Background: an optimization exercise with open tools, aiming at small area, a short achievable clock period and few clock cycles per item. Do not read the settings as production practice.
Where RTL was checked, it was by simulation tests only, not by an equivalence proof against the original.

== run 1 ==
==> flow/design.v (excerpt) <==
module dvn_sha256 (
    input  wire         clk,
    input  wire         rst,         
    input  wire         in_valid,
    output wire         in_ready,
    input  wire [31:0]  in_data,
    input  wire         in_first,    
    output wire         out_valid,
    output wire [255:0] digest
);
    localparam [31:0] IV0 = 32'h6a09e667, IV1 = 32'hbb67ae85,
                      IV2 = 32'h3c6ef372, IV3 = 32'ha54ff53a,
                      IV4 = 32'h510e527f, IV5 = 32'h9b05688c,
                      IV6 = 32'h1f83d9ab, IV7 = 32'h5be0cd19;
    reg  [3:0]  ph;           
    reg  [1:0]  q;            
    reg         run;          
    reg         fresh;        
    reg  [3:0]  wcnt;         
    reg         pend_first;   
    reg         cur_first;    
    reg         rdy_q;
    reg         done_q;
    reg  [5:0]  kidx;         
    reg  [31:0] w [0:15];
    reg  [31:0] a, b, c, d, e, f, g, h;
    reg  [31:0] ha0, ha1, ha2, ha3;    
    reg  [31:0] he0, he1, he2, he3;    
    wire accept  = in_valid & rdy_q;
    wire q3      = (q == 2'd3);
    wire ph15    = (ph == 4'd15);
    reg  last;        
    reg  add_en;      
    reg  add_iv;      
    reg  ld_iv;       
    reg  fold_h;      
    reg  fold_iv;     
    wire slot_ok = ~run | q3;                      
    wire start_if = (wcnt == 4'd15);
    wire start   = accept & start_if;
    wire       run_na = run & ~last;
    wire       run_a  = start_if | run_na;
    wire       run_n  = accept ? run_a : run_na;
    wire [1:0] q_n    = (run & ph15) ? q + 2'd1 : q;    
    wire [3:0] ph_inc = ph + 4'd1;
    wire [3:0] ph_n   = fresh ? {3'd0, accept} : ph_inc;
    wire [3:0] wcnt_a = wcnt + 4'd1;                    
    wire [3:0] wcnt_n = accept ? wcnt_a : wcnt;
    wire       fresh_n = fresh & ~accept;
  ...
Size: ~290 I/O pins, ~51,000 um2 of cells after synthesis.
export LEC_CHECK = 0
export CAP_MARGIN = 20
export CORE_MARGIN = 2
export CORE_UTILIZATION = 50
export SLEW_MARGIN = 20
create_clock -name core_clock -period 20.0 [get_ports {clk}]
standard.sh (not shown) runs the stock make flow with config.mk's settings and CLKGATE_MAP_FILE= SYNTH_SCRIPT=/design/flow/synth_recipe.tcl, a recipe that flattens the netlist after the stock synthesis.
==> flow/flow/run.sh <==
#!/bin/bash
set -euo pipefail
bash standard.sh SETUP_SLACK_MARGIN=${MARGIN:-14.5} \
  "BUFFER_PORTS_ARGS=-buffer_cell sky130_fd_sc_hd__buf_2" finish > flow.log 2>&1
Run 1 did not stop at any stage, and its layout met the timing, design-rule and antenna checks.
Input changes introduced in run 2 (baseline for comparison: run 1):
-- flow/design.v --
<<< run 1, line 32
    reg  last;        
    reg  add_en;      
    reg  add_iv;      
    reg  ld_iv;       
    reg  fold_h;      
>>> run 2, line 32
    reg  last;        
    reg  add_en;      
    reg  ld_iv;       
    reg  fold_h;      
<<< run 1, line 62
            last   <= 1'b0;
            add_en <= 1'b0;
            add_iv <= 1'b0;
            ld_iv  <= 1'b0;
            fold_h <= 1'b0;
>>> run 2, line 61
            last   <= 1'b0;
            add_en <= 1'b0;
            ld_iv  <= 1'b0;
            fold_h <= 1'b0;
<<< run 1, line 76
            last   <= run & q3 & (ph == 4'd14);
            add_en <= run & q3 & ((ph == 4'd12) | (ph == 4'd13) | (ph == 4'd14));
            add_iv <= run & q3 & ((ph == 4'd12) | (ph == 4'd13) | (ph == 4'd14)) & cur_first;
            ld_iv  <= (ph == 4'd14) & slot_ok & (wcnt != 4'd0) & pend_first;
            fold_h <= run & q3 & (ph == 4'd14) & ~cur_first;
>>> run 2, line 74
            last   <= run & q3 & (ph == 4'd14);
            add_en <= run & q3 & ((ph == 4'd12) | (ph == 4'd13) | (ph == 4'd14));
            ld_iv  <= (ph == 4'd14) & slot_ok & (wcnt != 4'd0) & pend_first;
            fold_h <= run & q3 & (ph == 4'd14) & ~cur_first;
<<< run 1, line 147
    wire [31:0] iv_a = ph[1] ? (ph[0] ? IV1 : IV2) : IV3;    
    wire [31:0] iv_e = ph[1] ? (ph[0] ? IV5 : IV6) : IV7;
    wire [31:0] opa1 = add_iv ? iv_a : ha0;
    wire [31:0] ope1 = add_iv ? iv_e : he0;
    wire [31:0] sum_a = opa1 + a;
    wire [31:0] sum_e = ope1 + e;
    always @(posedge clk) begin
        ha0 <= last ? a_rnd : ha1;
        ha1 <= ha2;
        ha2 <= ha3;
        ha3 <= add_en ? sum_a : ha0;
        he0 <= last ? e_rnd : he1;
        he1 <= he2;
        he2 <= he3;
        he3 <= add_en ? sum_e : he0;
    end
    wire [31:0] h_nx = ld_iv ? IV7 : (last ? he2 : g);
>>> run 2, line 144
    wire [31:0] iv_a = ph[1] ? (ph[0] ? IV1 : IV2) : IV3;    
    wire [31:0] iv_e = ph[1] ? (ph[0] ? IV5 : IV6) : IV7;
    wire [31:0] opa1 = (add_en & cur_first) ? iv_a : ha0;
    wire [31:0] ope1 = (add_en & cur_first) ? iv_e : he0;
    wire [31:0] sum_a = opa1 + ({32{add_en}} & a);
    wire [31:0] sum_e = ope1 + ({32{add_en}} & e);
    always @(posedge clk) begin
        ha0 <= last ? a_rnd : ha1;
        ha1 <= ha2;
        ha2 <= ha3;
        ha3 <= sum_a;
        he0 <= last ? e_rnd : he1;
        he1 <= he2;
        he2 <= he3;
        he3 <= sum_e;
    end
    wire [31:0] h_nx = ld_iv ? IV7 : (last ? he2 : g);
## What came out
Run 2 vs. run 1: worst setup slack went up; final clock period utilization by the worst path went down; clock distribution area overhead in the final layout went up.
Looking at total length of routed wires across both flows, run 2 is the weaker of the two, with run 1 ahead.
On run 2: critical path depth is 20 lower than what run 1 gave.
[run 2 vs run 1] antenna diode instance count: higher in run 2
Run 2 gives less combined area of the multi-input logic cells than run 1 did.
On number of antenna violations at the first check in global routing: between run 2 and run 1, it ends up higher for run 2.
Run 2 reports a lower post-route cell area than run 1 does.
Testbench counts of run 2, summed over its fixed seeds: cycles 24,712, blocks 384.
Only the layout flow was run in run 1; the RTL was not checked for function there.

---

## rev 12
dvn_sha256 with an RTL version that a note above also has.
For scale: roughly 5100 cells after synthesis, about 290 I/O pins, about 0.051 mm² of cells after synthesis.
// dvn_sha256
module dvn_sha256 (
    input  wire         clk,
    input  wire         rst,         
    input  wire         in_valid,
    output wire         in_ready,
    input  wire [31:0]  in_data,
    input  wire         in_first,    
    output wire         out_valid,
    output wire [255:0] digest
);
clock: 20.0 ns
lec_check: 0
cap_margin: 20
core_margin: 2
core_utilization: 50
cts_cluster_diameter: 80
cts_cluster_size: 30
slew_margin: 20
==> flow/flow/run.sh <==
#!/bin/bash
set -euo pipefail
bash standard.sh SETUP_SLACK_MARGIN=${MARGIN:-14.65} \
  "BUFFER_PORTS_ARGS=-buffer_cell sky130_fd_sc_hd__buf_2" finish > flow.log 2>&1
Testbench counts of rev 12, summed over its fixed seeds: cycles 24,712, blocks 384.
#### Input delta (rev 13 over rev 12)
--- a/flow/design.v
+++ b/flow/design.v
@@ -84,30 +84,49 @@
         if (start)
             cur_first <= pend_first;
         kidx <= {((run & (ph == 4'd14)) ? q + 2'd1 : q_n), ph + 4'd2};
     end
     assign in_ready  = rdy_q;
     assign out_valid = done_q;
-    localparam [2047:0] KTAB = {
-        32'hc67178f2, 32'hbef9a3f7, 32'ha4506ceb, 32'h90befffa,
-        32'h8cc70208, 32'h84c87814, 32'h78a5636f, 32'h748f82ee,
-        32'h682e6ff3, 32'h5b9cca4f, 32'h4ed8aa4a, 32'h391c0cb3,
-        32'h34b0bcb5, 32'h2748774c, 32'h1e376c08, 32'h19a4c116,
-        32'h106aa070, 32'hf40e3585, 32'hd6990624, 32'hd192e819,
-        32'hc76c51a3, 32'hc24b8b70, 32'ha81a664b, 32'ha2bfe8a1,
-        32'h92722c85, 32'h81c2c92e, 32'h766a0abb, 32'h650a7354,
-        32'h53380d13, 32'h4d2c6dfc, 32'h2e1b2138, 32'h27b70a85,
-        32'h14292967, 32'h06ca6351, 32'hd5a79147, 32'hc6e00bf3,
-        32'hbf597fc7, 32'hb00327c8, 32'ha831c66d, 32'h983e5152,
-        32'h76f988da, 32'h5cb0a9dc, 32'h4a7484aa, 32'h2de92c6f,
-        32'h240ca1cc, 32'h0fc19dc6, 32'hefbe4786, 32'he49b69c1,
-        32'hc19bf174, 32'h9bdc06a7, 32'h80deb1fe, 32'h72be5d74,
-        32'h550c7dc3, 32'h243185be, 32'h12835b01, 32'hd807aa98,
-        32'hab1c5ed5, 32'h923f82a4, 32'h59f111f1, 32'h3956c25b,
-        32'he9b5dba5, 32'hb5c0fbcf, 32'h71374491, 32'h428a2f98};
-    wire [31:0] k_t = KTAB[{kidx, 5'd0} +: 32];
+    reg  [31:0] k_t;
+    always @(*) begin
+        case (kidx)
+            6'd0:  k_t = 32'h428a2f98;  6'd1:  k_t = 32'h71374491;
+            6'd2:  k_t = 32'hb5c0fbcf;  6'd3:  k_t = 32'he9b5dba5;
+            6'd4:  k_t = 32'h3956c25b;  6'd5:  k_t = 32'h59f111f1;
+            6'd6:  k_t = 32'h923f82a4;  6'd7:  k_t = 32'hab1c5ed5;
+            6'd8:  k_t = 32'hd807aa98;  6'd9:  k_t = 32'h12835b01;
+            6'd10: k_t = 32'h243185be;  6'd11: k_t = 32'h550c7dc3;
+            6'd12: k_t = 32'h72be5d74;  6'd13: k_t = 32'h80deb1fe;
+            6'd14: k_t = 32'h9bdc06a7;  6'd15: k_t = 32'hc19bf174;
+            6'd16: k_t = 32'he49b69c1;  6'd17: k_t = 32'hefbe4786;
+            6'd18: k_t = 32'h0fc19dc6;  6'd19: k_t = 32'h240ca1cc;
+            6'd20: k_t = 32'h2de92c6f;  6'd21: k_t = 32'h4a7484aa;
+            6'd22: k_t = 32'h5cb0a9dc;  6'd23: k_t = 32'h76f988da;
+            6'd24: k_t = 32'h983e5152;  6'd25: k_t = 32'ha831c66d;
+            6'd26: k_t = 32'hb00327c8;  6'd27: k_t = 32'hbf597fc7;
+            6'd28: k_t = 32'hc6e00bf3;  6'd29: k_t = 32'hd5a79147;
+            6'd30: k_t = 32'h06ca6351;  6'd31: k_t = 32'h14292967;
+            6'd32: k_t = 32'h27b70a85;  6'd33: k_t = 32'h2e1b2138;
+            6'd34: k_t = 32'h4d2c6dfc;  6'd35: k_t = 32'h53380d13;
+            6'd36: k_t = 32'h650a7354;  6'd37: k_t = 32'h766a0abb;
+            6'd38: k_t = 32'h81c2c92e;  6'd39: k_t = 32'h92722c85;
+            6'd40: k_t = 32'ha2bfe8a1;  6'd41: k_t = 32'ha81a664b;
+            6'd42: k_t = 32'hc24b8b70;  6'd43: k_t = 32'hc76c51a3;
+            6'd44: k_t = 32'hd192e819;  6'd45: k_t = 32'hd6990624;
+            6'd46: k_t = 32'hf40e3585;  6'd47: k_t = 32'h106aa070;
+            6'd48: k_t = 32'h19a4c116;  6'd49: k_t = 32'h1e376c08;
+            6'd50: k_t = 32'h2748774c;  6'd51: k_t = 32'h34b0bcb5;
+            6'd52: k_t = 32'h391c0cb3;  6'd53: k_t = 32'h4ed8aa4a;
+            6'd54: k_t = 32'h5b9cca4f;  6'd55: k_t = 32'h682e6ff3;
+            6'd56: k_t = 32'h748f82ee;  6'd57: k_t = 32'h78a5636f;
+            6'd58: k_t = 32'h84c87814;  6'd59: k_t = 32'h8cc70208;
+            6'd60: k_t = 32'h90befffa;  6'd61: k_t = 32'ha4506ceb;
+            6'd62: k_t = 32'hbef9a3f7;  default: k_t = 32'hc67178f2;
+        endcase
+    end
     wire [31:0] big_s0 = {a[1:0], a[31:2]} ^ {a[12:0], a[31:13]} ^ {a[21:0], a[31:22]};
     wire [31:0] big_s1 = {e[5:0], e[31:6]} ^ {e[10:0], e[31:11]} ^ {e[24:0], e[31:25]};
     wire [31:0] ch     = (e & f) ^ (~e & g);
     wire [31:0] maj    = (a & b) | (c & (a | b));
     wire [31:0] fold_a = ({32{fold_h}} & ha1) | ({32{fold_iv}} & IV0);
     wire [31:0] fold_e = ({32{fold_h}} & he1) | ({32{fold_iv}} & IV4);
Notes after the runs:
Diff rev 12..rev 13 | fraction of area in clock buffers and inverters | negligible
Against rev 12, rev 13 reports a final cell count that is higher.
The number of nets in the final layout of rev 13 exceeds that of rev 12 by about 1.6%.
From rev 12 to rev 13 the numbers moved as follows: area of the die +about 1.4%; placed cell count +1.4%.
Rev 13 drops more vias than rev 12.
Non-clock buffer count came out lower on rev 13 than on rev 12.
No functional check of the RTL was part of rev 13.

## static timing again, ports no longer ideal
How much do the figures lean on ideal ports? The routed layouts below were timed once more, with nothing changed but the port constraints. Step 1, drivers: a clkbuf_16 drives clk and a buf_2 each remaining input, both assumed. Step 2 also shifts input and output timing later by t, the mid clock arrival at the registers, as if the neighbouring blocks saw the same clock. Three values: no drivers, after step 1, after step 2; two values: the first two.
run	t (ns)	setup slack, ns	latest minus earliest clock arrival (ns)	worst register clock-pin slew, ns	pins driven straight from the clock port
run 1	0.775	14.428 / 14.428 / 14.347	0.087 / 0.087	0.07 / 0.07	1
run 2	0.800	14.502 / 14.426 / 14.323	0.065 / 0.065	0.07 / 0.07	1
rev 12	0.769	14.668 / 14.593 / 14.544	0.038 / 0.038	0.12 / 0.12	1
rev 13	0.775	14.668 / 14.596 / 14.394	0.032 / 0.032	0.11 / 0.11	1
After both steps setup and hold are still met in every run listed. For rev 13, which loses most, drivers alone change the setup slack by -0.072 ns; drivers and shift together by -0.274 ns.
